Source: an optimization exercise on an open RTL-to-GDS flow (aim: small area, a short achievable clock period and few clock cycles per item). Production flows keep margins and buffers that such runs may drop. In this exercise RTL edits were held to simulation tests only and were not proved equivalent to the original.

--- design.v ---
module pv_sha256 (
    input  wire         clk,
    input  wire         rst,
    input  wire         in_valid,
    output wire         in_ready,
    input  wire         in_first,
    input  wire [511:0] in_block,
    output reg          out_valid,
    output wire [255:0] out_digest
);
    localparam [255:0] IV = {
        32'h6a09e667, 32'hbb67ae85, 32'h3c6ef372, 32'ha54ff53a,
        32'h510e527f, 32'h9b05688c, 32'h1f83d9ab, 32'h5be0cd19
    };
    function [31:0] rotr;
        input [31:0] x;
        input [4:0]  n;
        begin
            rotr = (x >> n) | (x << (6'd32 - {1'b0, n}));
        end
    endfunction
    function [31:0] knext;
        input [6:0] i;
        begin
            case (i)
                7'd0: knext = 32'h71374491;
                7'd1: knext = 32'hb5c0fbcf;
                7'd2: knext = 32'he9b5dba5;
                7'd3: knext = 32'h3956c25b;
                7'd4: knext = 32'h59f111f1;
                7'd5: knext = 32'h923f82a4;
                7'd6: knext = 32'hab1c5ed5;
                7'd7: knext = 32'hd807aa98;
                7'd8: knext = 32'h12835b01;
                7'd9: knext = 32'h243185be;
                7'd10: knext = 32'h550c7dc3;
                7'd11: knext = 32'h72be5d74;
                7'd12: knext = 32'h80deb1fe;
                7'd13: knext = 32'h9bdc06a7;
                7'd14: knext = 32'hc19bf174;
                7'd15: knext = 32'he49b69c1;
                7'd16: knext = 32'hefbe4786;
                7'd17: knext = 32'h0fc19dc6;
                7'd18: knext = 32'h240ca1cc;
                7'd19: knext = 32'h2de92c6f;
                7'd20: knext = 32'h4a7484aa;
                7'd21: knext = 32'h5cb0a9dc;
                7'd22: knext = 32'h76f988da;
                7'd23: knext = 32'h983e5152;
                7'd24: knext = 32'ha831c66d;
                7'd25: knext = 32'hb00327c8;
                7'd26: knext = 32'hbf597fc7;
                7'd27: knext = 32'hc6e00bf3;
                7'd28: knext = 32'hd5a79147;
                7'd29: knext = 32'h06ca6351;
                7'd30: knext = 32'h14292967;
                7'd31: knext = 32'h27b70a85;
                7'd32: knext = 32'h2e1b2138;
                7'd33: knext = 32'h4d2c6dfc;
                7'd34: knext = 32'h53380d13;
                7'd35: knext = 32'h650a7354;
                7'd36: knext = 32'h766a0abb;
                7'd37: knext = 32'h81c2c92e;
                7'd38: knext = 32'h92722c85;
                7'd39: knext = 32'ha2bfe8a1;
                7'd40: knext = 32'ha81a664b;
                7'd41: knext = 32'hc24b8b70;
                7'd42: knext = 32'hc76c51a3;
                7'd43: knext = 32'hd192e819;
                7'd44: knext = 32'hd6990624;
                7'd45: knext = 32'hf40e3585;
                7'd46: knext = 32'h106aa070;
                7'd47: knext = 32'h19a4c116;
                7'd48: knext = 32'h1e376c08;
                7'd49: knext = 32'h2748774c;
                7'd50: knext = 32'h34b0bcb5;
                7'd51: knext = 32'h391c0cb3;
                7'd52: knext = 32'h4ed8aa4a;
                7'd53: knext = 32'h5b9cca4f;
                7'd54: knext = 32'h682e6ff3;
                7'd55: knext = 32'h748f82ee;
                7'd56: knext = 32'h78a5636f;
                7'd57: knext = 32'h84c87814;
                7'd58: knext = 32'h8cc70208;
                7'd59: knext = 32'h90befffa;
                7'd60: knext = 32'ha4506ceb;
                7'd61: knext = 32'hbef9a3f7;
                7'd62: knext = 32'hc67178f2;
                default: knext = 32'h428a2f98;
            endcase
        end
    endfunction
    reg        run;         
    reg [6:0]  cnt;         
    reg        ready_q;     
    reg        prep;        
    reg        fin;         
    reg        first_q;     
    reg [3:0]  wi;          
    reg        insel;       
    wire free  = ~run | (cnt == 7'd64);
    wire start = in_valid & free;
    assign in_ready = ready_q;
    reg       run_n;
    reg [6:0] cnt_n;
    always @(*) begin
        run_n = run;
        cnt_n = cnt;
        if (start) begin
            run_n = 1'b1;
            cnt_n = 7'd0;
        end else if (run) begin
            cnt_n = cnt + 7'd1;
            if (cnt == 7'd64)
                run_n = 1'b0;
        end
    end
    always @(posedge clk) begin
        if (rst) begin
            run       <= 1'b0;
            cnt       <= 7'd65;
            ready_q   <= 1'b0;
            prep      <= 1'b0;
            fin       <= 1'b0;
            out_valid <= 1'b0;
            wi        <= 4'd0;
            insel     <= 1'b1;
        end else begin
            fin       <= run & (cnt == 7'd64);
            out_valid <= fin;
            prep      <= start;
            run       <= run_n;
            cnt       <= cnt_n;
            ready_q   <= run & (cnt == 7'd13);
            wi        <= start ? 4'd1 : ((wi == 4'd0) | (wi == 4'd15)) ? 4'd0 : wi + 4'd1;
            insel     <= ~run_n | (cnt_n <= 7'd14) | (cnt_n == 7'd64);
        end
    end
    always @(posedge clk) begin
        if (start)
            first_q <= in_first;
    end
    reg [31:0] a, b, c, d, e, f, g, h;
    reg [31:0] p;                   
    reg [31:0] kt;                  
    reg [511:0] w;                  
    reg [31:0] r0, r1, r2, r3;      
    reg [31:0] q0, q1, q2, q3;      
    reg        ph_sh;       
    reg        ga;          
    reg        use_iv;      
    reg  [2:0] ivs;         
    wire c61_63 = run & (cnt >= 7'd61) & (cnt <= 7'd63);
    wire c64    = run & (cnt == 7'd64);
    always @(posedge clk) begin
        ph_sh  <= prep | c61_63;
        ga     <= c61_63 | c64;
        use_iv <= first_q & (c61_63 | c64);
        ivs    <= {cnt == 7'd63, cnt == 7'd62, cnt == 7'd61};
    end
    wire [31:0] iv_r = ivs[0] ? IV[159:128] : ivs[1] ? IV[191:160] :
                       ivs[2] ? IV[223:192] : IV[255:224];
    wire [31:0] iv_q = ivs[0] ? IV[31:0]    : ivs[1] ? IV[63:32]   :
                       ivs[2] ? IV[95:64]   : IV[127:96];
    wire [31:0] xr = use_iv ? iv_r : r3;
    wire [31:0] xq = use_iv ? iv_q : q3;
    wire [31:0] sr = xr + (ga ? a : 32'd0);
    wire [31:0] sq = xq + (ga ? e : 32'd0);
    always @(posedge clk) begin
        if (ph_sh) begin
            r0 <= sr; r1 <= r0; r2 <= r1; r3 <= r2;
            q0 <= sq; q1 <= q0; q2 <= q1; q3 <= q2;
        end else if (fin) begin
            r3 <= sr;
            q3 <= sq;
        end
    end
    assign out_digest = {r3, r0, r1, r2, q3, q0, q1, q2};
    wire [255:0] chain = first_q ? IV : {sr, r0, r1, r2, sq, q0, q1, q2};
    wire [31:0] s1 = rotr(e, 5'd6) ^ rotr(e, 5'd11) ^ rotr(e, 5'd25);
    wire [31:0] ch = (e & f) ^ (~e & g);
    wire [31:0] s0 = rotr(a, 5'd2) ^ rotr(a, 5'd13) ^ rotr(a, 5'd22);
    wire [31:0] mj = (a & b) | (c & (a | b));
    function [31:0] bsel;
        input [31:0] m, x, y;
        begin
            bsel = (m & x) | (~m & y);
        end
    endfunction
    wire [31:0] u1  = p ^ ch;
    wire [31:0] l1s = u1 ^ mj;
    wire [31:0] l1c = bsel(u1, mj, p);                     
    wire [31:0] l1cc = {l1c[30:0], 1'b0};
    wire [31:0] u2  = s1 ^ s0;
    wire [31:0] uco = bsel(u2, l1cc, s1);                  
    wire [31:0] ut  = u2 ^ (l1cc ^ l1s);
    wire [31:0] uci = {uco[30:0], 1'b0};
    wire [31:0] afs = ut ^ uci;
    wire [31:0] afc = bsel(ut, uci, l1s);
    wire [31:0] a_n = afs + {afc[30:0], 1'b0};
    wire [31:0] v12 = ch ^ d;
    wire [31:0] vco = bsel(v12, p, ch);                    
    wire [31:0] vt  = v12 ^ (p ^ s1);
    wire [31:0] vci = {vco[30:0], 1'b0};
    wire [31:0] vsm = vt ^ vci;
    wire [31:0] vcy = bsel(vt, vci, s1);
    wire [31:0] e_n = vsm + {vcy[30:0], 1'b0};
    wire [31:0] w0  = w[31:0];
    wire [31:0] w1  = w[63:32];
    wire [31:0] w6  = w[223:192];
    wire [31:0] w14 = w[479:448];
    wire [31:0] w15 = w[511:480];
    wire [31:0] ss0 = rotr(w14, 5'd7) ^ rotr(w14, 5'd18) ^ (w14 >> 3);
    wire [31:0] ss1 = rotr(w1, 5'd17) ^ rotr(w1, 5'd19) ^ (w1 >> 10);
    wire [31:0] z12 = w15 ^ w6;
    wire [31:0] zco = bsel(z12, ss0, w15);                 
    wire [31:0] zt  = z12 ^ (ss0 ^ ss1);
    wire [31:0] zci = {zco[30:0], 1'b0};
    wire [31:0] zsm = zt ^ zci;
    wire [31:0] zcy = bsel(zt, zci, ss1);
    wire [31:0] w_n = zsm + {zcy[30:0], 1'b0};
    reg [31:0] w_in;
    always @(*) begin
        case (wi)
            4'd0: w_in = in_block[511:480];
            4'd1: w_in = in_block[479:448];
            4'd2: w_in = in_block[447:416];
            4'd3: w_in = in_block[415:384];
            4'd4: w_in = in_block[383:352];
            4'd5: w_in = in_block[351:320];
            4'd6: w_in = in_block[319:288];
            4'd7: w_in = in_block[287:256];
            4'd8: w_in = in_block[255:224];
            4'd9: w_in = in_block[223:192];
            4'd10: w_in = in_block[191:160];
            4'd11: w_in = in_block[159:128];
            4'd12: w_in = in_block[127:96];
            4'd13: w_in = in_block[95:64];
            4'd14: w_in = in_block[63:32];
            default: w_in = in_block[31:0];
        endcase
    end
    wire [31:0] hsrc = prep ? chain[31:0] : g;
    wire [31:0] q12  = kt ^ w0;
    wire [31:0] q1s  = q12 ^ hsrc;
    wire [31:0] q1c  = bsel(q12, hsrc, kt);                
    wire [31:0] p_n  = q1s + {q1c[30:0], 1'b0};
    always @(posedge clk) begin
        w <= {w[479:0], insel ? w_in : w_n};
        p <= p_n;
        kt <= knext(cnt);
        if (prep) begin
            {a, b, c, d, e, f, g, h} <= chain;
        end else begin
            a <= a_n; b <= a; c <= b; d <= c;
            e <= e_n; f <= e; g <= f; h <= g;
        end
    end
endmodule
--- run.sh ---
#!/bin/bash
# synth_recipe.tcl (not shown) runs the flow's synth.tcl, then flattens the netlist and writes it again
# the make line also repeats each setting of config.mk as NAME=value (left out here)
make -C /OpenROAD-flow-scripts/flow DESIGN_CONFIG=/design/flow/config.mk WORK_HOME=/design/flow/orfs CLKGATE_MAP_FILE= SYNTH_SCRIPT=/design/flow/synth_recipe.tcl finish
--- config.mk ---
export PLATFORM = sky130hd
export DESIGN_NAME = pv_sha256
export DESIGN_NICKNAME = pv_sha256
export VERILOG_FILES = /design/flow/design.v
export SDC_FILE = /design/flow/constraint.sdc
export NUM_CORES = 4
export LEC_CHECK = 0
export CAP_MARGIN = 30
export CORE_MARGIN = 2
export CORE_UTILIZATION = 40
export SETUP_SLACK_MARGIN = 4.5
export SLEW_MARGIN = 40
--- constraint.sdc ---
create_clock -name core_clock -period 8.5 [get_ports {clk}]
set_input_delay 1.7000 -clock core_clock [delete_from_list [all_inputs] [get_ports {clk}]]
set_output_delay 1.7000 -clock core_clock [all_outputs]
set_load 0.01 [all_outputs]
==> results of run 1 <==
-- worst max path at each step --
stage / from / endpoint / slack, ns / cells past startpoint
2_1_floorplan: a[3]$_DFF_P_ / a[29]$_DFF_P_ / 4.52 / 15
3_3_place_gp: first_q$_DFFE_PP_ / p[29]$_DFF_P_ / 3.17 / 16
3_5_place_dp: first_q$_DFFE_PP_ / p[29]$_DFF_P_ / 3.15 / 16
4_1_cts: c[3]$_DFF_P_ / a[29]$_DFF_P_ / 4.40 / 18
5_1_grt: a[3]$_DFF_P_ / a[20]$_DFF_P_ / 4.26 / 19
6_report: e[27]$_DFF_P_ / a[20]$_DFF_P_ / 4.34 / 14
-- final cells by class --
class	instances	area share (%)
flip-flops and latches	1080	34.4
repair buffers	958	13.3
well taps	1781	3.14
clock buffers	148	4.29
multi-input cells	3855	42.9
repair inverters	1	0.0124
inverters	164	0.897
diodes	26	0.0918
clock inverters	56	0.999
-- per-stage QoR --
stage	cells	worst slack [ns]	area, sq um
2_1_floorplan	5388	4.52	54200
3_3_place_gp	7711	3.17	63600
3_5_place_dp	7712	3.15	63600
4_1_cts	7995	4.40	69400
5_1_grt	8065	4.26	70900
6_report	8069	4.34	70900
-- timing repair --
item,in CTS,in global routing
endpoints found under the setup margin,153,86
buffers inserted,75,46
cloned,4,2
pin swaps,85,131
gates resized for setup,323,238
-- placed cells by master, fill, tap and decap left out, drive strengths merged, types with 27 or more instances in the layout --
master / n
a211oi: 37
nor2b: 49
clkbuf: 150
inv: 171
a31oi: 50
nor2: 293
o211ai: 45
mux2: 39
a22oi: 115
a21o: 73
ha: 208
nand3: 92
xor2: 229
clkdlybuf4s50: 773
o22ai: 27
clkinv: 34
edfxtp: 257
xnor2: 573
o21ai: 321
and2: 87
and3: 33
dfxtp: 823
a22o: 127
nand2: 313
nand4: 42
nand2b: 36
buf: 181
a221oi: 58
maj3: 208
nor3: 56
o22a: 106
o21a: 41
a21oi: 273
-- logic make-up after synthesis --
family	after synthesis	synth area share [%]
fa+ha+maj	422	8.87
compound gates	1483	19.1
xor+xnor	820	13.7
mux	53	1.12
flops	1080	44.6
buf+inv	454	3.16
simple gates	1076	9.38
-- routing by layer --
layer | track usage, % | part of all wire [%] | vias to the layer above
li1 | - | - | 21063
met1 | 50.2 | 44 | 23738
met2 | 46.6 | 39 | 2953
met3 | 15.7 | 14 | 420
met4 | 7.59 | 2.5 | 28
met5 | 7.17 | 0.28 | -
==> qor.log, run 1 <==
[critical_path] Worst Reg-to-Reg Cells 14
[global_route] number of global-route vias before repair 44283
[sta] Worst Tran Pin Value 0.968 ns
[global_route] initial antenna violation count 37
[sta] Tmin final 4.16 ns
[die] Core Area 0.135 sq mm
[sta] worst clock skew 0.0660 ns
[synthesis] cell count after synthesis 5388
[run] max-cap viol count 0
[layout] Fill cells 12130
[detailed_routing] overall via count from detail_route 48202
[layout] Post-Route Utilization 52.5%
[synthesis] portion of the post-synthesis area used by sequential elements 44.6%
[synthesis] most repeated cell in the gate-level netlist after synthesis dfxtp_1
[die] die span in y 372 microns
[critical_path] Critical Path Sink Type flip-flop
[die] Row Count 135
[clock_network] register clock-pin slew on the reported worst setup and hold paths 0.07 ns
[die] horizontal die dimension 372 microns
[detailed_routing] wire per inst 31.6 microns
[critical_path] slack of the worst reg-to-reg path 4.34 ns
[place] final weighted congestion of routability-driven global placement 1.03
[layout] register area 0.0244 sq mm
[layout] ratio of cells with drive above 1 in the final layout 14.1%
[layout] footprint of the multi-input gates 0.0304 sq mm
[synthesis] dominant cell type by area after synthesis dfxtp_1
[detailed_routing] Total Wirelength 255 mm
[sta] max-slew violation count 0
[critical_path] sort of element at the start of the critical path flip-flop
[die] Die Area 0.138 sq mm
[detailed_routing] DRC violation total after the first TritonRoute iteration 7044
[min_path] Hold EP w[120]$_DFF_P_
[outcome] status complete, no violations
[detailed_routing] Detail Route Antenna Nets 0
[synthesis] post-synthesis sequential element count 1080
[sta] Setup Viol. Count Final 0
[sta] part of the cycle the worst path needs 48.9%
[sta] final hold violation count 0
[layout] final layout net count 6898
[detailed_routing] count of TritonRoute iterations in the first routing pass 8
[place] input/output buffers 773
[clock_network] H-tree depth 3
[synthesis] Post-synth EDFFs 257
[sta] RSZ-0062 raised after global routing true
[sta] achievable frequency 240 MHz
[critical_path] Slowest-stage cell, CP dfxtp_1
[synthesis] Yosys warning total 1
[min_path] Hold/Removal Path Class reg -> reg
[critical_path] CP Buf/Inv Count 0
[critical_path] reg-to-reg critical path endpoint a[20]$_DFF_P_
[die] starting utilization of the core area 40.2%
[place] Final HPWL DP 196 mm
[synthesis] most frequent cells after synthesis dfxtp_1, xnor2_1, nand2_1, o21ai_0, nor2_1
[detailed_routing] # DRC 0
[synthesis] ys async rst share 0%
[sta] worst relative slew slack 35.5%
[min_path] worst hold start w[88]$_DFF_P_
[global_route] global-route wire length before repair 341 mm
[critical_path] WP data required 9.12 ns
[synthesis] Netlist cell types 103
[critical_path] r2r startpoint e[27]$_DFF_P_
[clock_network] CTS Root Cell clkbuf_16
[clock_network] number of CTS-inserted buffers 108
[layout] register name with the most flops w
[clock_network] maximum root-to-sink buffer count 3
[synthesis] mean instance size in the synthesized netlist 10.1 sq um
[global_route] final global-route overflow total 0
[critical_path] peak per-stage delay on the critical path 0.76 ns
[synthesis] portion of synthesized cell area occupied by the leading cell type 30.4%
[global_route] maximum number of pins on one net before global-route repair 67
[die] I/O Pins 774
[clock_network] total of hold buffers inserted after clock tree synthesis 0
[critical_path] Setup CP Type reg -> reg
[layout] Area Overhead vs Synth 30.8%
[detailed_routing] vias per cell 5.97
[synthesis] net count after synthesis 6118
[synthesis] Post-Syn Area 0.0542 sq mm
[sta] Hold Worst Slack 0.280 ns
[critical_path] Crit path top cell by count xnor2_2
[synthesis] main flop type after synthesis dfxtp_1
[synthesis] top cells by area, synth dfxtp_1, edfxtp_1, xnor2_1, ha_1, maj3_1
[critical_path] data arrival time at the worst-slack endpoint 4.78 ns
[critical_path] cell family with most CP delay compound AO/OA/AOI/OAI gates
[critical_path] worst path cell trace xnor2_2 -> xor2_1 -> xnor2_1 -> xnor2_2 -> ha_1 -> a211oi_2 -> o211ai_1 -> a21o_2 -> o221ai_4 -> a21oi_2 -> o21bai_1 -> a21boi_1 -> or3_1 -> a32o_1
[sta] Total Neg Setup Slack 0 ns
[layout] number of flip-flops under the largest register name 512
[global_route] global-route usage over all layers 34.9%
[critical_path] maximum fanout along the worst path 6
[clock_network] Worst-Skew Late Latency 0.77 ns
[min_path] cell count of the worst hold path 0
[clock_network] CTS tree yes
[clock_network] clk sinks 1080
Testbench counts, summed over its fixed seeds: cycles 24,984, blocks 384.
==> run 2: changes to the inputs <==
--- a/config.mk
+++ b/config.mk
@@ -10,2 +10,4 @@
 export CORE_UTILIZATION = 40
+export CTS_CLUSTER_DIAMETER = 120
+export CTS_CLUSTER_SIZE = 30
 export SETUP_SLACK_MARGIN = 4.5
==> qor.log, run 2 <==
[detailed_routing] overall via count from detail_route 48110
[critical_path] peak per-stage delay on the critical path 0.76 ns
[global_route] M2 GR Usage 47.0%
[detailed_routing] DRC violation total after the first TritonRoute iteration 6888
[sta] worst clock skew 0.0498 ns
[sta] Tmin final 4.13 ns
[global_route] global-route usage over all layers 34.8%
[critical_path] Slowest-stage cell, CP dfxtp_1
[layout] Fill cells 12357
[die] starting utilization of the core area 40.2%
[global_route] number of global-route vias before repair 43835
[layout] register area 0.0244 sq mm
[clock_network] Worst-Skew Late Latency 0.72 ns
[synthesis] post-synthesis sequential element count 1080
[layout] leading cell type in the layout, fill and taps excluded clkdlybuf4s50_1
[layout] number of cells in the finished layout apart from fillers 7960
[place] input/output buffers 773
[synthesis] most frequent cells after synthesis dfxtp_1, xnor2_1, nand2_1, o21ai_0, nor2_1
[min_path] Hold/Removal Path Class reg -> reg
[clock_network] register clock-pin slew on the reported worst setup and hold paths 0.12 ns
[place] total cell area at the placement stage 0.0636 sq mm
[place] Final HPWL DP 196 mm
[layout] Area Overhead vs Synth 26.5%
[place] worst slack, placed 3.15 ns
[synthesis] top cells by area, synth dfxtp_1, edfxtp_1, xnor2_1, ha_1, maj3_1
[layout] Final Instance Area 0.0686 sq mm
[critical_path] WP data required 9.12 ns
[clock_network] H-tree depth 2
[die] I/O Pins 774
[synthesis] mean instance size in the synthesized netlist 10.1 sq um
[clock_network] clk sinks 1080
[synthesis] net count after synthesis 6118
[layout] number of flip-flops under the largest register name 512
[synthesis] main flop type after synthesis dfxtp_1
[synthesis] Netlist cell types 103
[sta] final hold violation count 0
[die] Core Area 0.135 sq mm
[synthesis] Post-synth EDFFs 257
[die] die span in y 372 microns
[detailed_routing] vias per cell 6.04
[sta] worst path setup slack after routing 4.37 ns
[critical_path] maximum fanout along the worst path 6
[critical_path] Critical Path Sink Type flip-flop
[layout] final layout net count 6850
[clock_network] CTS Root Cell clkbuf_16
[sta] Hold Worst Slack 0.314 ns
[critical_path] slack of the worst reg-to-reg path 4.37 ns
[sta] worst relative slew slack 33.0%
[detailed_routing] # DRC 0
[sta] Total Neg Setup Slack 0 ns
[global_route] grt met3 use 15.0%
[layout] footprint of the multi-input gates 0.0304 sq mm
[detailed_routing] count of TritonRoute iterations in the first routing pass 7
[global_route] busiest metal layer after global routing met1
[sta] max-slew violation count 0
[synthesis] Post-Syn Area 0.0542 sq mm
[sta] achievable frequency 242 MHz
[synthesis] cell count after synthesis 5388
[sta] RSZ-0062 raised after global routing true
[clock_network] total of hold buffers inserted after clock tree synthesis 0
[detailed_routing] Detail Route Antenna Nets 0
[global_route] global-route wire length before repair 339 mm
[layout] Post-Route Utilization 50.8%
[critical_path] Setup CP Type reg -> reg
[outcome] status complete, no violations
[synthesis] most repeated cell in the gate-level netlist after synthesis dfxtp_1
[place] final weighted congestion of routability-driven global placement 1.03
[clock_network] maximum root-to-sink buffer count 3
[clock_network] number of CTS-inserted buffers 44
[place] placed cells 7712
[synthesis] dominant cell type by area after synthesis dfxtp_1
[global_route] GRT met1 Usage 50.4%
[synthesis] portion of synthesized cell area occupied by the leading cell type 30.4%
[global_route] final global-route overflow total 0
[clock_network] CTS tree yes
[synthesis] Yosys warning total 1
[detailed_routing] wire per inst 31.9 microns
[run] max-cap viol count 0
[global_route] maximum number of pins on one net before global-route repair 67
[layout] register name with the most flops w
[sta] Worst Tran Pin Value 1.00 ns
[sta] part of the cycle the worst path needs 48.6%
[die] Row Count 135
[global_route] initial antenna violation count 28
[critical_path] data arrival time at the worst-slack endpoint 4.75 ns
[critical_path] worst path cell trace xnor2_2 -> buf_4 -> nand2_1 -> a21oi_1 -> a21oi_1 -> o31ai_1 -> ha_1 -> buf_4 -> o21ai_2 -> o211ai_1 -> a21o_2 -> o221ai_4 -> a21oi_2 -> o21bai_1 -> a21boi_1 -> or3_1 -> a32o_1
[detailed_routing] Total Wirelength 254 mm
[die] Die Area 0.138 sq mm
[die] horizontal die dimension 372 microns
[layout] commonest cells after routing, fill and taps aside clkdlybuf4s50_1, dfxtp_1, xnor2_1
[synthesis] portion of the post-synthesis area used by sequential elements 44.6%
[sta] Setup Viol. Count Final 0
[layout] ratio of cells with drive above 1 in the final layout 12.7%
[critical_path] sort of element at the start of the critical path flip-flop
[synthesis] ys async rst share 0%
## run 2: timing repair
action	CTS	global route
hold endpoints to repair	0	0
setup endpoints to repair	157	92
pin swaps	97	123
cloned	5	1
resized for setup	355	206
setup buffers	88	48
## run 2: worst paths after layout
| kind | from | end | cells after the start |
|---|---|---|---|
| worst max-delay path | e[27]$_DFF_P_ | a[20]$_DFF_P_ | 17 |
| worst min register to register | w[423]$_DFF_P_ | w[455]$_DFF_P_ | 0 |
| worst max register to register | e[27]$_DFF_P_ | a[20]$_DFF_P_ | 17 |
| worst min-delay path | w[423]$_DFF_P_ | w[455]$_DFF_P_ | 0 |
## run 2: area by class of cell
| cell class | instances | share of cell area [%] |
|---|---|---|
| clock inverter | 11 | 0.290 |
| timing repair buffer | 974 | 13.9 |
| inverter | 164 | 0.927 |
| multi-input combinational | 3855 | 44.3 |
| timing repair inverter | 1 | 0.0128 |
| antenna | 32 | 0.117 |
| tap | 1781 | 3.25 |
| sequential | 1080 | 35.6 |
| clock buffer | 62 | 1.70 |
## run 2: critical path: cells and delay by family, from the launching register on
family | cells | cell delay [ns]
compound gates | 11 | 2.07
xor+xnor | 1 | 0.18
fa+ha+maj | 1 | 0.28
buf+inv | 2 | 0.34
flops | 1 | 0.76
simple gates | 2 | 0.38
## run 2: cells by family (layout without fill, tap and decap cells)
logic type,Yosys count,count (layout),synth area share (%)
flip-flops,1080,1080,44.6
adder cells (fa/ha/maj),422,422,8.87
multiplexers,53,53,1.12
other,0,32,0
XOR/XNOR,820,820,13.7
AO/OA/AOI/OAI,1483,1483,19.1
AND/OR/NAND/NOR,1076,1077,9.38
buffers and inverters,454,1212,3.16
## run 2: routing by layer
| metal | vias to the layer above | wire length (microns) |
|---|---|---|
| li1 | 20894 | - |
| met1 | 23929 | 112000 |
| met2 | 2923 | 101000 |
| met3 | 340 | 35100 |
| met4 | 24 | 5290 |
| met5 | - | 1150 |
==> run 3: changes to the inputs <==
--- a/design.v
+++ b/design.v
@@ -183,2 +183,29 @@
     wire [31:0] mj = (a & b) | (c & (a | b));
+    function [31:0] addsel;
+        input [31:0] x, y, alt;
+        input        sel;
+        reg   [31:0] p0, g0, pp, gg, np, ng, c, h0, h1;
+        begin
+            p0 = x ^ y; g0 = x & y; pp = p0; gg = g0;
+            np = pp; ng = gg;
+            ng[1] = gg[1] | (pp[1] & gg[0]); np[1] = pp[1] & pp[0]; ng[2] = gg[2] | (pp[2] & gg[1]); np[2] = pp[2] & pp[1]; ng[3] = gg[3] | (pp[3] & gg[2]); np[3] = pp[3] & pp[2]; ng[4] = gg[4] | (pp[4] & gg[3]); np[4] = pp[4] & pp[3]; ng[5] = gg[5] | (pp[5] & gg[4]); np[5] = pp[5] & pp[4]; ng[6] = gg[6] | (pp[6] & gg[5]); np[6] = pp[6] & pp[5]; ng[7] = gg[7] | (pp[7] & gg[6]); np[7] = pp[7] & pp[6]; ng[8] = gg[8] | (pp[8] & gg[7]); np[8] = pp[8] & pp[7]; ng[9] = gg[9] | (pp[9] & gg[8]); np[9] = pp[9] & pp[8]; ng[10] = gg[10] | (pp[10] & gg[9]); np[10] = pp[10] & pp[9]; ng[11] = gg[11] | (pp[11] & gg[10]); np[11] = pp[11] & pp[10]; ng[12] = gg[12] | (pp[12] & gg[11]); np[12] = pp[12] & pp[11]; ng[13] = gg[13] | (pp[13] & gg[12]); np[13] = pp[13] & pp[12]; ng[14] = gg[14] | (pp[14] & gg[13]); np[14] = pp[14] & pp[13]; ng[15] = gg[15] | (pp[15] & gg[14]); np[15] = pp[15] & pp[14]; ng[16] = gg[16] | (pp[16] & gg[15]); np[16] = pp[16] & pp[15]; ng[17] = gg[17] | (pp[17] & gg[16]); np[17] = pp[17] & pp[16]; ng[18] = gg[18] | (pp[18] & gg[17]); np[18] = pp[18] & pp[17]; ng[19] = gg[19] | (pp[19] & gg[18]); np[19] = pp[19] & pp[18]; ng[20] = gg[20] | (pp[20] & gg[19]); np[20] = pp[20] & pp[19]; ng[21] = gg[21] | (pp[21] & gg[20]); np[21] = pp[21] & pp[20]; ng[22] = gg[22] | (pp[22] & gg[21]); np[22] = pp[22] & pp[21]; ng[23] = gg[23] | (pp[23] & gg[22]); np[23] = pp[23] & pp[22]; ng[24] = gg[24] | (pp[24] & gg[23]); np[24] = pp[24] & pp[23]; ng[25] = gg[25] | (pp[25] & gg[24]); np[25] = pp[25] & pp[24]; ng[26] = gg[26] | (pp[26] & gg[25]); np[26] = pp[26] & pp[25]; ng[27] = gg[27] | (pp[27] & gg[26]); np[27] = pp[27] & pp[26]; ng[28] = gg[28] | (pp[28] & gg[27]); np[28] = pp[28] & pp[27]; ng[29] = gg[29] | (pp[29] & gg[28]); np[29] = pp[29] & pp[28]; ng[30] = gg[30] | (pp[30] & gg[29]); np[30] = pp[30] & pp[29]; ng[31] = gg[31] | (pp[31] & gg[30]); np[31] = pp[31] & pp[30];
+            pp = np; gg = ng;
+            np = pp; ng = gg;
+            ng[2] = gg[2] | (pp[2] & gg[0]); np[2] = pp[2] & pp[0]; ng[3] = gg[3] | (pp[3] & gg[1]); np[3] = pp[3] & pp[1]; ng[4] = gg[4] | (pp[4] & gg[2]); np[4] = pp[4] & pp[2]; ng[5] = gg[5] | (pp[5] & gg[3]); np[5] = pp[5] & pp[3]; ng[6] = gg[6] | (pp[6] & gg[4]); np[6] = pp[6] & pp[4]; ng[7] = gg[7] | (pp[7] & gg[5]); np[7] = pp[7] & pp[5]; ng[8] = gg[8] | (pp[8] & gg[6]); np[8] = pp[8] & pp[6]; ng[9] = gg[9] | (pp[9] & gg[7]); np[9] = pp[9] & pp[7]; ng[10] = gg[10] | (pp[10] & gg[8]); np[10] = pp[10] & pp[8]; ng[11] = gg[11] | (pp[11] & gg[9]); np[11] = pp[11] & pp[9]; ng[12] = gg[12] | (pp[12] & gg[10]); np[12] = pp[12] & pp[10]; ng[13] = gg[13] | (pp[13] & gg[11]); np[13] = pp[13] & pp[11]; ng[14] = gg[14] | (pp[14] & gg[12]); np[14] = pp[14] & pp[12]; ng[15] = gg[15] | (pp[15] & gg[13]); np[15] = pp[15] & pp[13]; ng[16] = gg[16] | (pp[16] & gg[14]); np[16] = pp[16] & pp[14]; ng[17] = gg[17] | (pp[17] & gg[15]); np[17] = pp[17] & pp[15]; ng[18] = gg[18] | (pp[18] & gg[16]); np[18] = pp[18] & pp[16]; ng[19] = gg[19] | (pp[19] & gg[17]); np[19] = pp[19] & pp[17]; ng[20] = gg[20] | (pp[20] & gg[18]); np[20] = pp[20] & pp[18]; ng[21] = gg[21] | (pp[21] & gg[19]); np[21] = pp[21] & pp[19]; ng[22] = gg[22] | (pp[22] & gg[20]); np[22] = pp[22] & pp[20]; ng[23] = gg[23] | (pp[23] & gg[21]); np[23] = pp[23] & pp[21]; ng[24] = gg[24] | (pp[24] & gg[22]); np[24] = pp[24] & pp[22]; ng[25] = gg[25] | (pp[25] & gg[23]); np[25] = pp[25] & pp[23]; ng[26] = gg[26] | (pp[26] & gg[24]); np[26] = pp[26] & pp[24]; ng[27] = gg[27] | (pp[27] & gg[25]); np[27] = pp[27] & pp[25]; ng[28] = gg[28] | (pp[28] & gg[26]); np[28] = pp[28] & pp[26]; ng[29] = gg[29] | (pp[29] & gg[27]); np[29] = pp[29] & pp[27]; ng[30] = gg[30] | (pp[30] & gg[28]); np[30] = pp[30] & pp[28]; ng[31] = gg[31] | (pp[31] & gg[29]); np[31] = pp[31] & pp[29];
+            pp = np; gg = ng;
+            np = pp; ng = gg;
+            ng[4] = gg[4] | (pp[4] & gg[0]); np[4] = pp[4] & pp[0]; ng[5] = gg[5] | (pp[5] & gg[1]); np[5] = pp[5] & pp[1]; ng[6] = gg[6] | (pp[6] & gg[2]); np[6] = pp[6] & pp[2]; ng[7] = gg[7] | (pp[7] & gg[3]); np[7] = pp[7] & pp[3]; ng[8] = gg[8] | (pp[8] & gg[4]); np[8] = pp[8] & pp[4]; ng[9] = gg[9] | (pp[9] & gg[5]); np[9] = pp[9] & pp[5]; ng[10] = gg[10] | (pp[10] & gg[6]); np[10] = pp[10] & pp[6]; ng[11] = gg[11] | (pp[11] & gg[7]); np[11] = pp[11] & pp[7]; ng[12] = gg[12] | (pp[12] & gg[8]); np[12] = pp[12] & pp[8]; ng[13] = gg[13] | (pp[13] & gg[9]); np[13] = pp[13] & pp[9]; ng[14] = gg[14] | (pp[14] & gg[10]); np[14] = pp[14] & pp[10]; ng[15] = gg[15] | (pp[15] & gg[11]); np[15] = pp[15] & pp[11]; ng[16] = gg[16] | (pp[16] & gg[12]); np[16] = pp[16] & pp[12]; ng[17] = gg[17] | (pp[17] & gg[13]); np[17] = pp[17] & pp[13]; ng[18] = gg[18] | (pp[18] & gg[14]); np[18] = pp[18] & pp[14]; ng[19] = gg[19] | (pp[19] & gg[15]); np[19] = pp[19] & pp[15]; ng[20] = gg[20] | (pp[20] & gg[16]); np[20] = pp[20] & pp[16]; ng[21] = gg[21] | (pp[21] & gg[17]); np[21] = pp[21] & pp[17]; ng[22] = gg[22] | (pp[22] & gg[18]); np[22] = pp[22] & pp[18]; ng[23] = gg[23] | (pp[23] & gg[19]); np[23] = pp[23] & pp[19]; ng[24] = gg[24] | (pp[24] & gg[20]); np[24] = pp[24] & pp[20]; ng[25] = gg[25] | (pp[25] & gg[21]); np[25] = pp[25] & pp[21]; ng[26] = gg[26] | (pp[26] & gg[22]); np[26] = pp[26] & pp[22]; ng[27] = gg[27] | (pp[27] & gg[23]); np[27] = pp[27] & pp[23]; ng[28] = gg[28] | (pp[28] & gg[24]); np[28] = pp[28] & pp[24]; ng[29] = gg[29] | (pp[29] & gg[25]); np[29] = pp[29] & pp[25]; ng[30] = gg[30] | (pp[30] & gg[26]); np[30] = pp[30] & pp[26]; ng[31] = gg[31] | (pp[31] & gg[27]); np[31] = pp[31] & pp[27];
+            pp = np; gg = ng;
+            np = pp; ng = gg;
+            ng[8] = gg[8] | (pp[8] & gg[0]); np[8] = pp[8] & pp[0]; ng[9] = gg[9] | (pp[9] & gg[1]); np[9] = pp[9] & pp[1]; ng[10] = gg[10] | (pp[10] & gg[2]); np[10] = pp[10] & pp[2]; ng[11] = gg[11] | (pp[11] & gg[3]); np[11] = pp[11] & pp[3]; ng[12] = gg[12] | (pp[12] & gg[4]); np[12] = pp[12] & pp[4]; ng[13] = gg[13] | (pp[13] & gg[5]); np[13] = pp[13] & pp[5]; ng[14] = gg[14] | (pp[14] & gg[6]); np[14] = pp[14] & pp[6]; ng[15] = gg[15] | (pp[15] & gg[7]); np[15] = pp[15] & pp[7]; ng[16] = gg[16] | (pp[16] & gg[8]); np[16] = pp[16] & pp[8]; ng[17] = gg[17] | (pp[17] & gg[9]); np[17] = pp[17] & pp[9]; ng[18] = gg[18] | (pp[18] & gg[10]); np[18] = pp[18] & pp[10]; ng[19] = gg[19] | (pp[19] & gg[11]); np[19] = pp[19] & pp[11]; ng[20] = gg[20] | (pp[20] & gg[12]); np[20] = pp[20] & pp[12]; ng[21] = gg[21] | (pp[21] & gg[13]); np[21] = pp[21] & pp[13]; ng[22] = gg[22] | (pp[22] & gg[14]); np[22] = pp[22] & pp[14]; ng[23] = gg[23] | (pp[23] & gg[15]); np[23] = pp[23] & pp[15]; ng[24] = gg[24] | (pp[24] & gg[16]); np[24] = pp[24] & pp[16]; ng[25] = gg[25] | (pp[25] & gg[17]); np[25] = pp[25] & pp[17]; ng[26] = gg[26] | (pp[26] & gg[18]); np[26] = pp[26] & pp[18]; ng[27] = gg[27] | (pp[27] & gg[19]); np[27] = pp[27] & pp[19]; ng[28] = gg[28] | (pp[28] & gg[20]); np[28] = pp[28] & pp[20]; ng[29] = gg[29] | (pp[29] & gg[21]); np[29] = pp[29] & pp[21]; ng[30] = gg[30] | (pp[30] & gg[22]); np[30] = pp[30] & pp[22]; ng[31] = gg[31] | (pp[31] & gg[23]); np[31] = pp[31] & pp[23];
+            pp = np; gg = ng;
+            np = pp; ng = gg;
+            ng[16] = gg[16] | (pp[16] & gg[0]); np[16] = pp[16] & pp[0]; ng[17] = gg[17] | (pp[17] & gg[1]); np[17] = pp[17] & pp[1]; ng[18] = gg[18] | (pp[18] & gg[2]); np[18] = pp[18] & pp[2]; ng[19] = gg[19] | (pp[19] & gg[3]); np[19] = pp[19] & pp[3]; ng[20] = gg[20] | (pp[20] & gg[4]); np[20] = pp[20] & pp[4]; ng[21] = gg[21] | (pp[21] & gg[5]); np[21] = pp[21] & pp[5]; ng[22] = gg[22] | (pp[22] & gg[6]); np[22] = pp[22] & pp[6]; ng[23] = gg[23] | (pp[23] & gg[7]); np[23] = pp[23] & pp[7]; ng[24] = gg[24] | (pp[24] & gg[8]); np[24] = pp[24] & pp[8]; ng[25] = gg[25] | (pp[25] & gg[9]); np[25] = pp[25] & pp[9]; ng[26] = gg[26] | (pp[26] & gg[10]); np[26] = pp[26] & pp[10]; ng[27] = gg[27] | (pp[27] & gg[11]); np[27] = pp[27] & pp[11]; ng[28] = gg[28] | (pp[28] & gg[12]); np[28] = pp[28] & pp[12]; ng[29] = gg[29] | (pp[29] & gg[13]); np[29] = pp[29] & pp[13]; ng[30] = gg[30] | (pp[30] & gg[14]); np[30] = pp[30] & pp[14]; ng[31] = gg[31] | (pp[31] & gg[15]); np[31] = pp[31] & pp[15];
+            pp = np; gg = ng;
+            c  = {gg[30:0], 1'b0};
+            h0 = sel ? alt : p0;
+            h1 = sel ? alt : ~p0;
+            addsel = (c & h1) | (~c & h0);
+        end
+    endfunction
     function [31:0] bsel;
@@ -199,3 +226,3 @@
     wire [31:0] afc = bsel(ut, uci, l1s);
-    wire [31:0] a_n = afs + {afc[30:0], 1'b0};
+    wire [31:0] a_d = addsel(afs, {afc[30:0], 1'b0}, chain[255:224], prep);
     wire [31:0] v12 = ch ^ d;
@@ -206,17 +233,3 @@
     wire [31:0] vcy = bsel(vt, vci, s1);
-    wire [31:0] e_n = vsm + {vcy[30:0], 1'b0};
-    wire [31:0] w0  = w[31:0];
-    wire [31:0] w1  = w[63:32];
-    wire [31:0] w6  = w[223:192];
-    wire [31:0] w14 = w[479:448];
-    wire [31:0] w15 = w[511:480];
-    wire [31:0] ss0 = rotr(w14, 5'd7) ^ rotr(w14, 5'd18) ^ (w14 >> 3);
-    wire [31:0] ss1 = rotr(w1, 5'd17) ^ rotr(w1, 5'd19) ^ (w1 >> 10);
-    wire [31:0] z12 = w15 ^ w6;
-    wire [31:0] zco = bsel(z12, ss0, w15);                 
-    wire [31:0] zt  = z12 ^ (ss0 ^ ss1);
-    wire [31:0] zci = {zco[30:0], 1'b0};
-    wire [31:0] zsm = zt ^ zci;
-    wire [31:0] zcy = bsel(zt, zci, ss1);
-    wire [31:0] w_n = zsm + {zcy[30:0], 1'b0};
+    wire [31:0] e_d = addsel(vsm, {vcy[30:0], 1'b0}, chain[127:96], prep);
     reg [31:0] w_in;
@@ -242,2 +255,16 @@
     end
+    wire [31:0] w0  = w[31:0];
+    wire [31:0] w1  = w[63:32];
+    wire [31:0] w6  = w[223:192];
+    wire [31:0] w14 = w[479:448];
+    wire [31:0] w15 = w[511:480];
+    wire [31:0] ss0 = rotr(w14, 5'd7) ^ rotr(w14, 5'd18) ^ (w14 >> 3);
+    wire [31:0] ss1 = rotr(w1, 5'd17) ^ rotr(w1, 5'd19) ^ (w1 >> 10);
+    wire [31:0] z12 = w15 ^ w6;
+    wire [31:0] zco = bsel(z12, ss0, w15);                 
+    wire [31:0] zt  = z12 ^ (ss0 ^ ss1);
+    wire [31:0] zci = {zco[30:0], 1'b0};
+    wire [31:0] zsm = zt ^ zci;
+    wire [31:0] zcy = bsel(zt, zci, ss1);
+    wire [31:0] w_d = addsel(zsm, {zcy[30:0], 1'b0}, w_in, insel);
     wire [31:0] hsrc = prep ? chain[31:0] : g;
@@ -248,10 +275,13 @@
     always @(posedge clk) begin
-        w <= {w[479:0], insel ? w_in : w_n};
+        w <= {w[479:0], w_d};
         p <= p_n;
         kt <= knext(cnt);
+        a <= a_d;
+        e <= e_d;
         if (prep) begin
-            {a, b, c, d, e, f, g, h} <= chain;
+            {b, c, d} <= chain[223:128];
+            {f, g, h} <= chain[95:0];
         end else begin
-            a <= a_n; b <= a; c <= b; d <= c;
-            e <= e_n; f <= e; g <= f; h <= g;
+            b <= a; c <= b; d <= c;
+            f <= e; g <= f; h <= g;
         end
--- a/config.mk
+++ b/config.mk
@@ -10,5 +10,5 @@
 export CORE_UTILIZATION = 40
-export CTS_CLUSTER_DIAMETER = 120
-export CTS_CLUSTER_SIZE = 30
-export SETUP_SLACK_MARGIN = 4.5
+export CTS_CLUSTER_DIAMETER = 100
+export CTS_CLUSTER_SIZE = 24
+export SETUP_SLACK_MARGIN = 5.0
 export SLEW_MARGIN = 40
==> qor.log, run 3 <==
[sta] max-slew violation count 0
[global_route] maximum number of pins on one net before global-route repair 74
[critical_path] Setup CP Type reg -> reg
[global_route] number of global-route vias before repair 43943
[sta] Tmin final 4.13 ns
[synthesis] Yosys warning total 1
[detailed_routing] overall via count from detail_route 46874
[synthesis] Post-synth EDFFs 257
[place] final weighted congestion of routability-driven global placement 0.976
[global_route] initial antenna violation count 44
[die] horizontal die dimension 368 microns
[layout] register name with the most flops w
[clock_network] clk sinks 1080
[detailed_routing] Total Wirelength 252 mm
[sta] part of the cycle the worst path needs 48.6%
[global_route] global-route wire length before repair 342 mm
[die] Core Area 0.132 sq mm
[min_path] worst hold start w[418]$_DFF_P_
[critical_path] peak per-stage delay on the critical path 0.38 ns
[die] Row Count 133
[critical_path] r2r startpoint a[4]$_DFF_P_
[layout] number of flip-flops under the largest register name 512
[synthesis] cell count after synthesis 5250
[synthesis] main flop type after synthesis dfxtp_1
[place] Final HPWL DP 190 mm
[critical_path] CP Buf/Inv Count 1
[min_path] Hold/Removal Path Class reg -> reg
[sta] Setup Viol. Count Final 0
[clock_network] Worst-Skew Late Latency 0.73 ns
[critical_path] Slowest-stage cell, CP dfxtp_4
[sta] worst relative slew slack 39.4%
[synthesis] top cells by area, synth dfxtp_1, edfxtp_1, xnor2_1, ha_1, xor2_1
[critical_path] Critical Path Sink Type flip-flop
[die] Die Area 0.136 sq mm
[critical_path] slack of the worst reg-to-reg path 4.37 ns
[layout] Fill cells 11431
[clock_network] total of hold buffers inserted after clock tree synthesis 0
[detailed_routing] Detail Route Antenna Nets 0
[clock_network] maximum root-to-sink buffer count 3
[die] I/O Pins 774
[critical_path] CP Launch Point a[4]$_DFF_P_
[synthesis] mean instance size in the synthesized netlist 10.1 sq um
[synthesis] most repeated cell in the gate-level netlist after synthesis dfxtp_1
[critical_path] WP data required 9.12 ns
[die] die span in y 368 microns
[layout] leading cell type in the layout, fill and taps excluded clkdlybuf4s50_1
[layout] Area Overhead vs Synth 35.7%
[die] starting utilization of the core area 40.3%
[synthesis] post-synthesis sequential element count 1080
[layout] commonest cells after routing, fill and taps aside clkdlybuf4s50_1, dfxtp_1, xnor2_1
[layout] final layout net count 6959
[detailed_routing] vias per cell 5.84
[sta] final hold violation count 0
[clock_network] CTS Root Cell clkbuf_16
[critical_path] sort of element at the start of the critical path flip-flop
[sta] Worst Tran Pin Value 0.899 ns
[synthesis] net count after synthesis 5977
[layout] ratio of cells with drive above 1 in the final layout 20.7%
[run] max-cap viol count 0
[global_route] global-route usage over all layers 35.4%
[clock_network] H-tree depth 2
[synthesis] portion of the post-synthesis area used by sequential elements 45.6%
[critical_path] worst path cell trace maj3_2 -> maj3_2 -> maj3_2 -> xnor2_2 -> xnor2_1 -> ha_1 -> o21a_1 -> o2111a_2 -> a22oi_2 -> buf_6 -> o2111a_1 -> o21bai_2 -> o31a_1 -> a31oi_2 -> o21bai_1 -> xor2_1 -> o22a_1
[critical_path] data arrival time at the worst-slack endpoint 4.75 ns
[global_route] final global-route overflow total 0
[synthesis] dominant cell type by area after synthesis dfxtp_1
[synthesis] most frequent cells after synthesis dfxtp_1, xnor2_1, o21ai_0, nor2_1, nand2_1
[sta] worst clock skew 0.0607 ns
[synthesis] Netlist cell types 89
[critical_path] Crit path top cell by count maj3_2
[detailed_routing] count of TritonRoute iterations in the first routing pass 6
[place] input/output buffers 773
[synthesis] Post-Syn Area 0.0531 sq mm
[clock_network] register clock-pin slew on the reported worst setup and hold paths 0.11 ns
[sta] RSZ-0062 raised after global routing true
[detailed_routing] DRC violation total after the first TritonRoute iteration 5987
[detailed_routing] wire per inst 31.4 microns
[outcome] status complete, no violations
[critical_path] cell family with most CP delay compound AO/OA/AOI/OAI gates
[critical_path] maximum fanout along the worst path 3
[sta] Total Neg Setup Slack 0 ns
[clock_network] number of CTS-inserted buffers 54
[detailed_routing] # DRC 0
[clock_network] CTS tree yes
[synthesis] portion of synthesized cell area occupied by the leading cell type 31.1%
[sta] achievable frequency 242 MHz
[synthesis] ys async rst share 0%
==> run 3: logic make-up after synthesis <==
| logic type | synth area share (%) |
|---|---|
| buffers and inverters | 3.20 |
| AND/OR/NAND/NOR | 9.37 |
| adder cells (fa/ha/maj) | 8.64 |
| XOR/XNOR | 14.4 |
| AO/OA/AOI/OAI | 17.4 |
| flip-flops | 45.6 |
| multiplexers | 1.38 |
==> run 3: layout make-up <==
cell class	instances	area (sq um)	area share, %
well taps	1755	2200	3.05
clock buffers	75	1430	1.99
repair buffers	1201	11600	16.1
inverters	175	659	0.916
flip-flops and latches	1080	24500	34.0
clock inverters	13	206	0.287
multi-input cells	3720	31400	43.7
diodes	8	20.0	0.0278
==> run 3: metrics by stage <==
stage          util [%]  instance area, sq um  hold WS [ns]  instances  setup slack, ns
2_1_floorplan         -                 53600         0.310       5250             4.62
3_3_place_gp       47.7                 62800         0.310       7551             2.96
3_5_place_dp       47.8                 62900         0.312       7553             3.26
4_1_cts            52.7                 69400         0.277       7920             4.42
5_1_grt            54.7                 72000         0.285       8019             4.25
6_report           54.7                 72000         0.283       8027             4.37
==> run 3: routing by layer <==
| layer | GRT usage [%] | wire, microns | up-vias |
|---|---|---|---|
| met4 | 5.74 | 4990 | 42 |
| met1 | 53.8 | 116000 | 23536 |
| met2 | 49.3 | 102000 | 2322 |
| met5 | 0 | 247 | - |
| li1 | - | - | 20651 |
| met3 | 10.9 | 28900 | 323 |
==> run 3: repair_timing <==
action,4_1_cts,5_1_grt
pin swaps,263,235
endpoints found under the setup margin,279,177
gates cloned,7,0
buffers inserted,272,98
resized for setup,645,355
==> run 3: path summary, 6_finish.rpt <==
path	endpoint	depth (start not counted)
max	a[30]$_DFF_P_	17
min reg2reg	w[450]$_DFF_P_	0
min	w[450]$_DFF_P_	0
max reg2reg	a[30]$_DFF_P_	17
Testbench counts of run 3, summed over its fixed seeds: cycles 24,984, blocks 384.
==> run 4: changes to the inputs <==
--- a/design.v
+++ b/design.v
@@ -150,4 +150,2 @@
     reg        ga;          
-    reg        use_iv;      
-    reg  [2:0] ivs;         
     wire c61_63 = run & (cnt >= 7'd61) & (cnt <= 7'd63);
@@ -157,11 +155,29 @@
         ga     <= c61_63 | c64;
-        use_iv <= first_q & (c61_63 | c64);
-        ivs    <= {cnt == 7'd63, cnt == 7'd62, cnt == 7'd61};
-    end
-    wire [31:0] iv_r = ivs[0] ? IV[159:128] : ivs[1] ? IV[191:160] :
-                       ivs[2] ? IV[223:192] : IV[255:224];
-    wire [31:0] iv_q = ivs[0] ? IV[31:0]    : ivs[1] ? IV[63:32]   :
-                       ivs[2] ? IV[95:64]   : IV[127:96];
-    wire [31:0] xr = use_iv ? iv_r : r3;
-    wire [31:0] xq = use_iv ? iv_q : q3;
+    end
+    reg [15:0] ivz;
+    reg        ivn;
+    wire       use_iv_n = first_q & (c61_63 | c64);
+    wire [3:0] ph_n = {c64, run & (cnt == 7'd63), run & (cnt == 7'd62),
+                       run & (cnt == 7'd61)};
+    integer k;
+    always @(posedge clk) begin
+        ivn <= ~use_iv_n;
+        for (k = 0; k < 16; k = k + 1)
+            ivz[k] <= use_iv_n & |(ph_n & k[3:0]);
+    end
+    function [3:0] ivpat;           
+        input [31:0] w62, w63, w64, wf;
+        input [4:0]  i;
+        begin
+            ivpat = {wf[i], w64[i], w63[i], w62[i]};
+        end
+    endfunction
+    reg [31:0] xr, xq;
+    integer j;
+    always @(*) begin
+        for (j = 0; j < 32; j = j + 1) begin
+            xr[j] = ivz[ivpat(IV[159:128], IV[191:160], IV[223:192], IV[255:224], j)] | (ivn & r3[j]);
+            xq[j] = ivz[ivpat(IV[31:0], IV[63:32], IV[95:64], IV[127:96], j)] | (ivn & q3[j]);
+        end
+    end
     wire [31:0] sr = xr + (ga ? a : 32'd0);
--- a/config.mk
+++ b/config.mk
@@ -12,3 +12,3 @@
 export CTS_CLUSTER_SIZE = 24
-export SETUP_SLACK_MARGIN = 5.0
+export SETUP_SLACK_MARGIN = 4.5
 export SLEW_MARGIN = 40
==> qor.log, run 4 <==
[detailed_routing] Detail Route Antenna Nets 0
[detailed_routing] count of TritonRoute iterations in the first routing pass 6
[synthesis] ys async rst share 0%
[synthesis] top cells by area, synth dfxtp_1, edfxtp_1, xnor2_1, ha_1, xor2_1
[detailed_routing] Total Wirelength 259 mm
[layout] ratio of cells with drive above 1 in the final layout 12.5%
[die] Row Count 133
[critical_path] CP Buf/Inv Count 4
[critical_path] Worst Reg-to-Reg Cells 21
[die] Core Area 0.132 sq mm
[detailed_routing] overall via count from detail_route 45566
[detailed_routing] vias per cell 5.87
[synthesis] main flop type after synthesis dfxtp_1
[layout] number of cells in the finished layout apart from fillers 7761
[clock_network] maximum root-to-sink buffer count 3
[synthesis] dominant cell type by area after synthesis dfxtp_1
[global_route] global-route wire length before repair 345 mm
[critical_path] Slowest-stage cell, CP dfxtp_4
[critical_path] Critical Path Sink Type flip-flop
[clock_network] H-tree depth 2
[critical_path] cell family with most CP delay XOR/XNOR gates
[layout] final layout net count 6687
[detailed_routing] # DRC 0
[critical_path] Setup CP Type reg -> reg
[place] placed cells 7505
[critical_path] peak per-stage delay on the critical path 0.37 ns
[synthesis] Netlist cell types 86
[sta] max-slew violation count 0
[layout] register name with the most flops w
[layout] leading cell type in the layout, fill and taps excluded clkdlybuf4s50_1
[sta] Tmin final 4.15 ns
[sta] final hold violation count 0
[layout] Final Instance Area 0.0677 sq mm
[die] die span in y 368 microns
[clock_network] CTS tree yes
[synthesis] Yosys warning total 1
[synthesis] most repeated cell in the gate-level netlist after synthesis dfxtp_1
[detailed_routing] DRC violation total after the first TritonRoute iteration 6268
[sta] achievable frequency 241 MHz
[die] horizontal die dimension 368 microns
[synthesis] Post-synth EDFFs 257
[sta] Setup Viol. Count Final 0
[detailed_routing] wire per inst 33.3 microns
[critical_path] WP data required 9.04 ns
[clock_network] register clock-pin slew on the reported worst setup and hold paths 0.10 ns
[global_route] final global-route overflow total 0
[synthesis] portion of synthesized cell area occupied by the leading cell type 31.5%
[min_path] cell count of the worst hold path 0
[global_route] maximum number of pins on one net before global-route repair 151
[sta] Total Neg Setup Slack 0 ns
[die] starting utilization of the core area 40.4%
[critical_path] r2r startpoint a[4]$_DFF_P_
[critical_path] Crit path top cell by count xnor2_4
[place] total cell area at the placement stage 0.0627 sq mm
[outcome] status complete, no violations
[run] max-cap viol count 0
[sta] RSZ-0062 raised after global routing true
[synthesis] cell count after synthesis 5190
[min_path] Hold/Removal Path Class reg -> reg
[sta] Hold Worst Slack 0.322 ns
[die] I/O Pins 774
[die] Die Area 0.136 sq mm
[sta] worst clock skew 0.0374 ns
[min_path] Hold EP w[154]$_DFF_P_
[layout] number of flip-flops under the largest register name 512
[place] worst slack, placed 3.25 ns
[place] Final HPWL DP 205 mm
[synthesis] net count after synthesis 5917
[critical_path] sort of element at the start of the critical path flip-flop
[synthesis] mean instance size in the synthesized netlist 10.2 sq um
[clock_network] CTS Root Cell clkbuf_16
[sta] worst path setup slack after routing 4.35 ns
[layout] commonest cells after routing, fill and taps aside clkdlybuf4s50_1, dfxtp_1, xnor2_1
[sta] worst relative slew slack 22.2%
[synthesis] portion of the post-synthesis area used by sequential elements 46.0%
[layout] Fill cells 11833
[critical_path] maximum fanout along the worst path 4
[min_path] worst hold start w[122]$_DFF_P_
[critical_path] worst path cell trace buf_12 -> xnor2_4 -> xnor2_4 -> xnor2_4 -> xnor2_2 -> xnor2_2 -> xnor2_1 -> ha_1 -> a211o_1 -> o211ai_1 -> buf_4 -> a211oi_4 -> buf_6 -> o21a_1 -> o21ai_2 -> nand2b_1 -> buf_4 -> a21oi_4 -> o21ai_2 -> xnor2_1 -> o22ai_1
[layout] Post-Route Utilization 51.5%
[sta] Worst Tran Pin Value 1.17 ns
[synthesis] Post-Syn Area 0.0531 sq mm
[place] final weighted congestion of routability-driven global placement 1.03
[synthesis] most frequent cells after synthesis dfxtp_1, xnor2_1, nand2_1, nor2_1, edfxtp_1
[global_route] number of global-route vias before repair 42469
[layout] Area Overhead vs Synth 27.5%
[critical_path] reg-to-reg critical path endpoint a[22]$_DFF_P_
[global_route] global-route usage over all layers 36.4%
[clock_network] number of CTS-inserted buffers 53
[critical_path] data arrival time at the worst-slack endpoint 4.69 ns
[place] input/output buffers 773
[synthesis] post-synthesis sequential element count 1092
[clock_network] Worst-Skew Late Latency 0.70 ns
[global_route] initial antenna violation count 53
[sta] part of the cycle the worst path needs 48.9%
[critical_path] slack of the worst reg-to-reg path 4.35 ns
[clock_network] clk sinks 1092
-- run 4: per-layer routing --
| metal | global-route usage (%) | wire (microns) | up-vias | part of all wire [%] |
|---|---|---|---|---|
| met5 | 0 | 93 | - | 0.036 |
| met4 | 7.14 | 5830 | 14 | 2.3 |
| met2 | 54.4 | 111000 | 2350 | 43 |
| met3 | 8.93 | 26800 | 301 | 10 |
| li1 | - | - | 20166 | - |
| met1 | 53.1 | 115000 | 22735 | 44 |
-- run 4: repair_timing --
action	CTS	global route
gates resized for setup	318	182
hold buffers	0	0
setup endpoints to repair	123	78
cloned	0	6
pin swaps	98	83
setup buffers	94	55
-- run 4: logic make-up (layout without fill, tap and decap cells) --
group                    after synthesis  after routing  synth area share, %
XOR/XNOR                             829            829                 14.2
flip-flops                          1092           1092                 46.0
AO/OA/AOI/OAI                       1366           1366                 18.0
multiplexers                          70             70                 1.50
AND/OR/NAND/NOR                     1028           1029                 8.98
adder cells (fa/ha/maj)              391            391                 8.40
other                                  0             17                    0
buffers and inverters                414           1212                 2.94
-- run 4: area by class of cell --
cell class | instances | area, sq um | area share [%]
Antenna cell | 17 | 42.5 | 0.0628
Inverter | 135 | 536 | 0.791
Clock buffer | 74 | 1410 | 2.07
Timing Repair inverter | 2 | 22.5 | 0.0333
Timing Repair Buffer | 991 | 9680 | 14.3
Tap cell | 1755 | 2200 | 3.24
Clock inverter | 10 | 163 | 0.240
Sequential cell | 1092 | 24700 | 36.4
Multi-Input combinational cell | 3685 | 29000 | 42.9
-- run 4: worst max-delay path by stage --
| stage | startpoint | endpoint | slack (ns) | cells after the start |
|---|---|---|---|---|
| global placement | first_q$_DFFE_PP_ | p[31]$_DFF_P_ | 3.41 | 16 |
| finish | a[4]$_DFF_P_ | a[22]$_DFF_P_ | 4.35 | 21 |
| global route | a[4]$_DFF_P_ | a[22]$_DFF_P_ | 4.23 | 21 |
| floorplan | e[4]$_DFF_P_ | a[20]$_DFF_P_ | 4.48 | 16 |
| detailed placement | first_q$_DFFE_PP_ | p[31]$_DFF_P_ | 3.25 | 16 |
| CTS | first_q$_DFFE_PP_ | p[31]$_DFF_P_ | 4.43 | 16 |
Testbench counts of run 4, summed over its fixed seeds: cycles 24,984, blocks 384.
==> run 5: changes to the inputs <==
--- a/config.mk
+++ b/config.mk
@@ -12,2 +12,3 @@
 export CTS_CLUSTER_SIZE = 24
+export PLACE_DENSITY = 0.7
 export SETUP_SLACK_MARGIN = 4.5
==> qor.log, run 5 <==
[die] horizontal die dimension 368 microns
[synthesis] dominant cell type by area after synthesis dfxtp_1
[sta] worst clock skew 0.0397 ns
[clock_network] CTS tree yes
[die] die span in y 368 microns
[critical_path] maximum fanout along the worst path 3
[critical_path] slack of the worst reg-to-reg path 4.33 ns
[clock_network] maximum root-to-sink buffer count 3
[layout] number of flip-flops under the largest register name 512
[min_path] Hold/Removal Path Class reg -> reg
[sta] Hold Worst Slack 0.326 ns
[global_route] global-route usage over all layers 37.1%
[synthesis] Netlist cell types 86
[critical_path] sort of element at the start of the critical path flip-flop
[synthesis] post-synthesis sequential element count 1092
[synthesis] ys async rst share 0%
[die] Row Count 133
[layout] final layout net count 6707
[global_route] initial antenna violation count 45
[synthesis] top cells by area, synth dfxtp_1, edfxtp_1, xnor2_1, ha_1, xor2_1
[synthesis] net count after synthesis 5917
[place] placed cells 7508
[layout] Fill cells 11664
[layout] register name with the most flops w
[clock_network] number of CTS-inserted buffers 52
[sta] Setup Viol. Count Final 0
[detailed_routing] overall via count from detail_route 46377
[detailed_routing] # DRC 0
[layout] number of cells in the finished layout apart from fillers 7786
[global_route] global-route wire length before repair 353 mm
[synthesis] xor-xnor portion of the synthesized cell area 14.2%
[synthesis] cell count after synthesis 5190
[synthesis] Post-Syn Area 0.0531 sq mm
[synthesis] simple-gate share of the synthesized area 8.98%
[min_path] Hold EP w[211]$_DFF_P_
[sta] achievable frequency 240 MHz
[place] total cell area at the placement stage 0.0627 sq mm
[min_path] worst hold start w[179]$_DFF_P_
[sta] worst relative slew slack 38.9%
[place] Final HPWL DP 208 mm
[global_route] maximum number of pins on one net before global-route repair 89
[detailed_routing] DRC violation total after the first TritonRoute iteration 5539
[sta] part of the cycle the worst path needs 49.0%
[sta] max-slew violation count 0
[synthesis] multiplexer area fraction after synthesis 1.50%
[place] input/output buffers 773
[global_route] final global-route overflow total 0
[critical_path] Critical Path Sink Type flip-flop
[place] worst slack, placed 3.30 ns
[clock_network] CTS Root Cell clkbuf_16
[sta] Total Neg Setup Slack 0 ns
[detailed_routing] count of TritonRoute iterations in the first routing pass 5
[synthesis] Post-synth EDFFs 257
[layout] Post-Route Utilization 51.6%
[layout] Area Overhead vs Synth 27.8%
[synthesis] portion of synthesized cell area occupied by the leading cell type 31.5%
[synthesis] most frequent cells after synthesis dfxtp_1, xnor2_1, nand2_1, nor2_1, edfxtp_1
[synthesis] largest family of logic cells by synthesized area compound AO/OA/AOI/OAI gates
[sta] Tmin final 4.17 ns
[detailed_routing] vias per cell 5.96
[die] I/O Pins 774
[sta] RSZ-0062 raised after global routing true
[detailed_routing] Total Wirelength 265 mm
[place] final weighted congestion of routability-driven global placement 1.02
[sta] worst path setup slack after routing 4.33 ns
[synthesis] main flop type after synthesis dfxtp_1
[global_route] number of global-route vias before repair 43440
[critical_path] data arrival time at the worst-slack endpoint 4.78 ns
[sta] Worst Tran Pin Value 0.910 ns
[critical_path] WP data required 9.11 ns
[layout] Final Instance Area 0.0679 sq mm
[synthesis] complex-gate fraction of the synthesized area 18.0%
[die] starting utilization of the core area 40.4%
[synthesis] portion of the post-synthesis area used by sequential elements 46.0%
[layout] commonest cells after routing, fill and taps aside clkdlybuf4s50_1, dfxtp_1, xnor2_1
[clock_network] register clock-pin slew on the reported worst setup and hold paths 0.12 ns
[layout] ratio of cells with drive above 1 in the final layout 13.1%
[clock_network] total of hold buffers inserted after clock tree synthesis 0
[critical_path] r2r startpoint e[6]$_DFF_P_
[detailed_routing] Detail Route Antenna Nets 0
[outcome] status complete, no violations
[run] max-cap viol count 0
[synthesis] most repeated cell in the gate-level netlist after synthesis dfxtp_1
[critical_path] Setup CP Type reg -> reg
[critical_path] Worst Reg-to-Reg Cells 16
[die] Die Area 0.136 sq mm
[synthesis] mean instance size in the synthesized netlist 10.2 sq um
[synthesis] Yosys warning total 1
[clock_network] H-tree depth 2
[sta] final hold violation count 0
[min_path] cell count of the worst hold path 0
[clock_network] clk sinks 1092
[critical_path] reg-to-reg critical path endpoint e[30]$_DFF_P_
[detailed_routing] wire per inst 34.0 microns
[layout] leading cell type in the layout, fill and taps excluded clkdlybuf4s50_1
[clock_network] Worst-Skew Late Latency 0.70 ns
[die] Core Area 0.132 sq mm
[synthesis] post-synthesis adder-cell area fraction 8.40%
## run 5: cell counts after synthesis
Identical to the previous run, type by type.
## run 5: how the worst max path moves through the flow
| stage | startpoint | cells past startpoint | endpoint |
|---|---|---|---|
| after floorplan | e[4]$_DFF_P_ | 16 | a[20]$_DFF_P_ |
| after global placement | first_q$_DFFE_PP_ | 18 | p[31]$_DFF_P_ |
| after detailed placement | first_q$_DFFE_PP_ | 18 | p[31]$_DFF_P_ |
| after CTS | e[6]$_DFF_P_ | 16 | e[30]$_DFF_P_ |
| after global routing | e[6]$_DFF_P_ | 16 | e[30]$_DFF_P_ |
| final | e[6]$_DFF_P_ | 16 | e[30]$_DFF_P_ |
## run 5: what timing repair did
action / CTS / global route
gates cloned: 2 / 5
pin swaps: 74 / 119
setup endpoints to repair: 119 / 64
buffers inserted: 79 / 86
gates resized for setup: 308 / 219
endpoints found under the hold margin: 0 / 0
## run 5: cells by family after synthesis
kind of cell / count (synthesis)
AOI/OAI and AO/OA: 1366
xor gates and xnor gates: 829
adders and majority gates: 391
buffers and inverters: 414
DFF: 1092
muxes: 70
and+or+nand+nor: 1028
## run 5: metal layers
layer | vias up | track usage, % | routed length (microns)
met5 | - | 0 | 201
li1 | 20228 | - | -
met2 | 2432 | 55.6 | 113000
met1 | 23361 | 54.2 | 118000
met3 | 336 | 8.38 | 25900
met4 | 20 | 7.83 | 7020
## run 5: critical path: stages (launching register included)
cell and delay (ns):
dfxtp_4 0.39, mux2_4 0.36, maj3_2 0.35, nand2_2 0.09, nor2b_4 0.16, xnor2_2 0.13, ha_1 0.27, and3_4 0.18
a221o_1 0.39, a21oi_2 0.15, nor2_1 0.06, and4b_2 0.40, o221ai_4 0.13, a221o_1 0.37, a21o_1 0.18, mux2_4 0.32
a31oi_1 0.13
## run 5: layout make-up
class / instances / area [sq um] / share of cell area, %
Multi-Input combinational cell: 3686 / 29100 / 42.8
Tap cell: 1755 / 2200 / 3.23
Timing Repair inverter: 1 / 8.76 / 0.0129
Timing Repair Buffer: 1012 / 9820 / 14.5
Clock inverter: 7 / 149 / 0.219
Inverter: 135 / 523 / 0.770
Antenna cell: 22 / 55.1 / 0.0811
Clock buffer: 76 / 1390 / 2.05
Sequential cell: 1092 / 24700 / 36.3

## separate check: timing with driven ports
The flow's constraints put no driver on any port. The routed layouts listed below were extracted and timed again, unchanged, in two steps.
Step 1: set_driving_cell puts a clkbuf_16 on clk and a buf_2 on each other input, an assumption about the parent block.
Step 2 also shifts input and output timing later by t, the mid clock arrival at the registers, as if the neighbouring blocks saw the same clock.
Three values: no drivers, after step 1, after step 2; two values: the first two.
| run | shift t [ns] | setup WS [ns] | hold slack, ns | worst register clock-pin slew, ns | worst slew at a driven data input, ns |
|---|---|---|---|---|---|
| run 1 | 0.829 | 4.341 / 4.341 / 3.913 | 0.280 / 0.280 / 0.280 | 0.08 / 0.08 | 0.39 |
| run 2 | 0.781 | 4.368 / 4.368 / 3.952 | 0.314 / 0.314 / 0.314 | 0.13 / 0.13 | 0.41 |
| run 3 | 0.768 | 4.368 / 4.368 / 3.978 | 0.283 / 0.283 / 0.283 | 0.11 / 0.11 | 0.22 |
| run 4 | 0.753 | 4.347 / 4.347 / 4.171 | 0.322 / 0.322 / 0.322 | 0.11 / 0.11 | 0.33 |
| run 5 | 0.748 | 4.333 / 4.333 / 4.218 | 0.326 / 0.326 / 0.326 | 0.12 / 0.12 | 0.29 |
After both steps setup and hold are still met in every run listed. The setup slack of run 1, which loses most, moves by 0.000 ns with the drivers and by -0.428 ns with both steps.
